This design comes from an exercise in tuning for small area, a short achievable clock period and few clock cycles on the open sky130 flow, not from production work. Function was checked by simulation only, so behaviour that the tests miss may differ from the original.

==> flow/design.v <==
module dz3_pq_engine (
    input  wire         clk,
    input  wire         rst_n,
    input  wire         cmd_valid,
    output wire         cmd_ready,
    input  wire [1:0]   cmd_op,
    input  wire [5:0]   cmd_x,
    input  wire [5:0]   cmd_y,
    input  wire         in_valid,
    output wire         in_ready,
    input  wire [127:0] in_p,
    input  wire [127:0] in_q,
    input  wire [127:0] in_d,
    output reg          out_valid,
    output reg  [127:0] out_p,
    output reg  [127:0] out_q
);
    localparam [1:0] OP_ACC   = 2'd0;
    localparam [1:0] OP_ACC_P = 2'd1;
    localparam [1:0] OP_REC1Q = 2'd2;
    localparam [1:0] OP_REC2  = 2'd3;
    localparam [2:0] PH_IDLE = 3'd0;    
    localparam [2:0] PH_UPX  = 3'd1;    
    localparam [2:0] PH_DNX  = 3'd2;    
    localparam [2:0] PH_JNT  = 3'd3;    
    localparam [2:0] PH_DNM  = 3'd4;    
    localparam [2:0] PH_UPY  = 3'd5;    
    function [7:0] zech_inv;
        input [5:0] n;
        begin
            case (n)
            6'd0: zech_inv = 8'h00;
            6'd1: zech_inv = 8'hF4;
            6'd2: zech_inv = 8'hA7;
            6'd3: zech_inv = 8'h9D;
            6'd4: zech_inv = 8'h72;
            6'd5: zech_inv = 8'hED;
            6'd6: zech_inv = 8'h5F;
            6'd7: zech_inv = 8'h54;
            6'd8: zech_inv = 8'hA0;
            6'd9: zech_inv = 8'hA9;
            6'd10: zech_inv = 8'hFB;
            6'd11: zech_inv = 8'h74;
            6'd12: zech_inv = 8'h85;
            6'd13: zech_inv = 8'hE4;
            6'd14: zech_inv = 8'hC0;
            6'd15: zech_inv = 8'h8A;
            6'd16: zech_inv = 8'h67;
            6'd17: zech_inv = 8'hDC;
            6'd18: zech_inv = 8'h26;
            6'd19: zech_inv = 8'h63;
            6'd20: zech_inv = 8'hF2;
            6'd21: zech_inv = 8'hE9;
            6'd22: zech_inv = 8'hB4;
            6'd23: zech_inv = 8'hD2;
            6'd24: zech_inv = 8'h02;
            6'd25: zech_inv = 8'h8E;
            6'd26: zech_inv = 8'hBA;
            6'd27: zech_inv = 8'hAA;
            6'd28: zech_inv = 8'hDE;
            6'd29: zech_inv = 8'h89;
            6'd30: zech_inv = 8'h57;
            6'd31: zech_inv = 8'h59;
            6'd32: zech_inv = 8'hAC;
            6'd33: zech_inv = 8'h2C;
            6'd34: zech_inv = 8'h93;
            6'd35: zech_inv = 8'h09;
            6'd36: zech_inv = 8'h60;
            6'd37: zech_inv = 8'h1E;
            6'd38: zech_inv = 8'hBC;
            6'd39: zech_inv = 8'hA4;
            6'd40: zech_inv = 8'hB3;
            6'd41: zech_inv = 8'h43;
            6'd42: zech_inv = 8'hEB;
            6'd43: zech_inv = 8'hDA;
            6'd44: zech_inv = 8'h6A;
            6'd45: zech_inv = 8'h12;
            6'd46: zech_inv = 8'hC7;
            6'd47: zech_inv = 8'h39;
            6'd48: zech_inv = 8'h04;
            6'd49: zech_inv = 8'h69;
            6'd50: zech_inv = 8'h47;
            6'd51: zech_inv = 8'h98;
            6'd52: zech_inv = 8'h3E;
            6'd53: zech_inv = 8'hD0;
            6'd54: zech_inv = 8'h23;
            6'd55: zech_inv = 8'h82;
            6'd56: zech_inv = 8'h97;
            6'd57: zech_inv = 8'h7B;
            6'd58: zech_inv = 8'h52;
            6'd59: zech_inv = 8'hF6;
            6'd60: zech_inv = 8'hC5;
            6'd61: zech_inv = 8'h2F;
            6'd62: zech_inv = 8'h91;
            6'd63: zech_inv = 8'h1C;
            endcase
        end
    endfunction
    function [63:0] gf_mat;
        input [7:0] c;
        reg   [7:0] x;
        integer j;
        begin
            x = c;
            for (j = 0; j < 8; j = j + 1) begin
                gf_mat[8*j +: 8] = x;
                x = {x[6:0], 1'b0} ^ (x[7] ? 8'h1D : 8'h00);
            end
        end
    endfunction
    reg       p_valid;
    reg       p_free;      
    reg [1:0] p_op;
    reg [5:0] cx;
    reg [5:0] cy;
    reg [5:0] cm;
    reg [2:0] ph;
    reg [7:0] r;           
    reg [7:0] A;           
    reg       streaming;   
    reg [8:0] bcnt;
    reg       at_last;     
    reg       d_sel_lo;    
    reg       d_sel_hi;    
    reg       d_rec1q;
    reg       d_rec2;
    reg [63:0] m1;
    reg [63:0] m2;
    assign cmd_ready = p_free;
    assign in_ready  = streaming;
    wire fire_cmd  = cmd_valid && p_free;
    wire fire_in   = in_valid && streaming;
    wire last_beat = fire_in && at_last;
    wire p_ready   = p_valid && (ph == PH_IDLE);
    wire load_d    = p_ready && (!streaming || last_beat);
    wire [7:0] r_up   = {r[6:0], 1'b0} ^ (r[7] ? 8'h1D : 8'h00);    
    wire [7:0] r_down = {1'b0, r[7:1]} ^ (r[0] ? 8'h8E : 8'h00);    
    wire [7:0] f_d    = zech_inv(cx | cy);                          
    wire       cx_nz  = (cx != 6'd0);
    wire       cy_nz  = (cy != 6'd0);
    wire       cm_nz  = (cm != 6'd0);
    always @(posedge clk) begin
        if (!rst_n) begin
            p_valid <= 1'b0;
            p_free  <= 1'b1;
        end else if (fire_cmd) begin
            p_valid <= 1'b1;
            p_free  <= 1'b0;
        end else if (load_d) begin
            p_valid <= 1'b0;
            p_free  <= 1'b1;
        end
    end
    always @(posedge clk) begin
        if (fire_cmd) begin
            p_op <= cmd_op;
            cx   <= cmd_x;
            cy   <= cmd_y;
            cm   <= 6'd0;
            r    <= 8'd1;
            A    <= 8'd1;
            case (cmd_op)
                OP_ACC:   ph <= PH_UPX;
                OP_ACC_P: begin ph <= PH_IDLE; r <= 8'd0; end
                OP_REC1Q: ph <= PH_DNX;
                default:  ph <= PH_JNT;
            endcase
        end else begin
            case (ph)
                PH_UPX: begin
                    if (cx_nz) begin
                        r  <= r_up;
                        cx <= cx - 6'd1;
                    end else begin
                        ph <= PH_IDLE;
                    end
                end
                PH_DNX: begin
                    if (cx_nz) begin
                        r  <= r_down;
                        cx <= cx - 6'd1;
                    end else begin
                        A  <= r;
                        r  <= 8'd0;
                        ph <= PH_IDLE;
                    end
                end
                PH_JNT: begin
                    if (cx_nz && cy_nz) begin
                        cx <= cx - 6'd1;
                        cy <= cy - 6'd1;
                        cm <= cm + 6'd1;
                    end else begin
                        r  <= f_d;
                        ph <= PH_DNM;
                    end
                end
                PH_DNM: begin
                    if (cm_nz) begin
                        r  <= r_down;
                        cm <= cm - 6'd1;
                    end else begin
                        A  <= r;
                        r  <= f_d;
                        ph <= PH_UPY;
                    end
                end
                PH_UPY: begin
                    if (cy_nz) begin
                        r  <= r_up;
                        cy <= cy - 6'd1;
                    end else begin
                        ph <= PH_IDLE;
                    end
                end
                default: ph <= PH_IDLE;
            endcase
        end
    end
    always @(posedge clk) begin
        if (!rst_n)
            streaming <= 1'b0;
        else if (load_d)
            streaming <= 1'b1;
        else if (last_beat)
            streaming <= 1'b0;
    end
    always @(posedge clk) begin
        if (load_d) begin
            bcnt    <= 9'd0;
            at_last <= 1'b0;
        end else if (fire_in) begin
            bcnt    <= bcnt + 9'd1;
            at_last <= (bcnt == 9'd256);
        end
    end
    always @(posedge clk) begin
        if (load_d) begin
            d_sel_lo <= p_op[1];
            d_sel_hi <= !p_op[1];
            d_rec1q  <= (p_op == OP_REC1Q);
            d_rec2   <= (p_op == OP_REC2);
            m1       <= gf_mat(r);
            m2       <= gf_mat(A);
        end
    end
    always @(posedge clk) begin
        if (!rst_n)
            out_valid <= 1'b0;
        else
            out_valid <= fire_in;
    end
    wire d_rec = d_rec1q | d_rec2;
    reg [127:0] res_p;
    reg [127:0] res_q;
    reg [7:0]   sum, a, q, e;
    integer n, i, j;
    always @(*) begin
        for (n = 0; n < 16; n = n + 1) begin
            if (n < 8)
                a = d_sel_lo ? in_p[8*n +: 8] : in_d[8*n +: 8];
            else
                a = d_sel_hi ? in_d[8*n +: 8] : in_p[8*n +: 8];
            q = in_q[8*n +: 8];
            e = d_rec ? in_p[8*n +: 8] : (in_p[8*n +: 8] ^ in_d[8*n +: 8]);
            for (i = 0; i < 8; i = i + 1) begin
                sum[i] = 1'b0;
                for (j = 0; j < 8; j = j + 1)
                    sum[i] = sum[i] ^ (m1[8*j+i] & a[j]) ^ (m2[8*j+i] & q[j]);
            end
            res_p[8*n +: 8] = d_rec ? sum : e;
            res_q[8*n +: 8] = (d_rec1q ? 8'd0 : sum) ^ (d_rec2 ? e : 8'd0);
        end
    end
    always @(posedge clk) begin
        out_p <= res_p;
        out_q <= res_q;
    end
endmodule
Settings: LEC_CHECK=0, CAP_MARGIN=20, CORE_MARGIN=2, CORE_UTILIZATION=50, PLACE_DENSITY=0.6, SETUP_SLACK_MARGIN=3.9, SLEW_MARGIN=20; clock period 6.5 ns.
standard.sh (not shown) runs the stock make flow with config.mk's settings and CLKGATE_MAP_FILE= SYNTH_SCRIPT=/design/flow/synth_recipe.tcl, a recipe that flattens the netlist after the stock synthesis.
==> flow/flow/run.sh <==
#!/bin/bash
# Standard layout, with the port buffers made of sky130_fd_sc_hd__buf_2 instead of the
# resizer's default choice. Each tool's full output goes to a log file in this folder.
set -euo pipefail
bash standard.sh "BUFFER_PORTS_ARGS=-buffer_cell sky130_fd_sc_hd__buf_2" finish > standard.log 2>&1
The baseline produced a clean layout.
Testbench counts at the start, summed over its fixed seeds: cycles 49,727.
Then changed:
- SETUP_SLACK_MARGIN: 3.9 -> 3.6
The changed run completed with no timing, DRC or antenna violations.
Count of clock-buffer cells in the layout shrinks by 3.
Cell area shrinks by 4.9%.
First-iteration DRC count shrinks by 7.7%.
Via count shrinks by 2.5%.
Fmax shrinks by 7.2%.
Global-route usage shrinks by 1.0 points.
Synthesized cell count is unchanged.
Worst setup slack loses 0.21 ns.

==> static timing again, ports no longer ideal <==
How much do the figures lean on ideal ports? The routed layouts below were timed once more, with nothing changed but the port constraints.
Step 1 assumes that a clkbuf_16 drives the clock port and a buf_2 every other input.
Step 2, shift: input delay + t, output delay - t, t = (earliest + latest rising clock arrival at the registers) / 2. This alone moves slack from input paths to output paths.
Three values: ideal, step 1, step 2; two values: the first two.
| run | shift t [ns] | slack for setup (ns) | slew at the worst register clock pin (ns) |
|---|---|---|---|
| the first run | 0.677 | 3.791 / 3.794 / 3.116 | 0.07 / 0.07 |
| the second run | 0.674 | 3.580 / 3.580 / 2.973 | 0.06 / 0.06 |
After both steps every run listed still meets setup and hold. The setup slack of the first run, which loses most, moves by +0.003 ns with the drivers and by -0.675 ns with both steps.
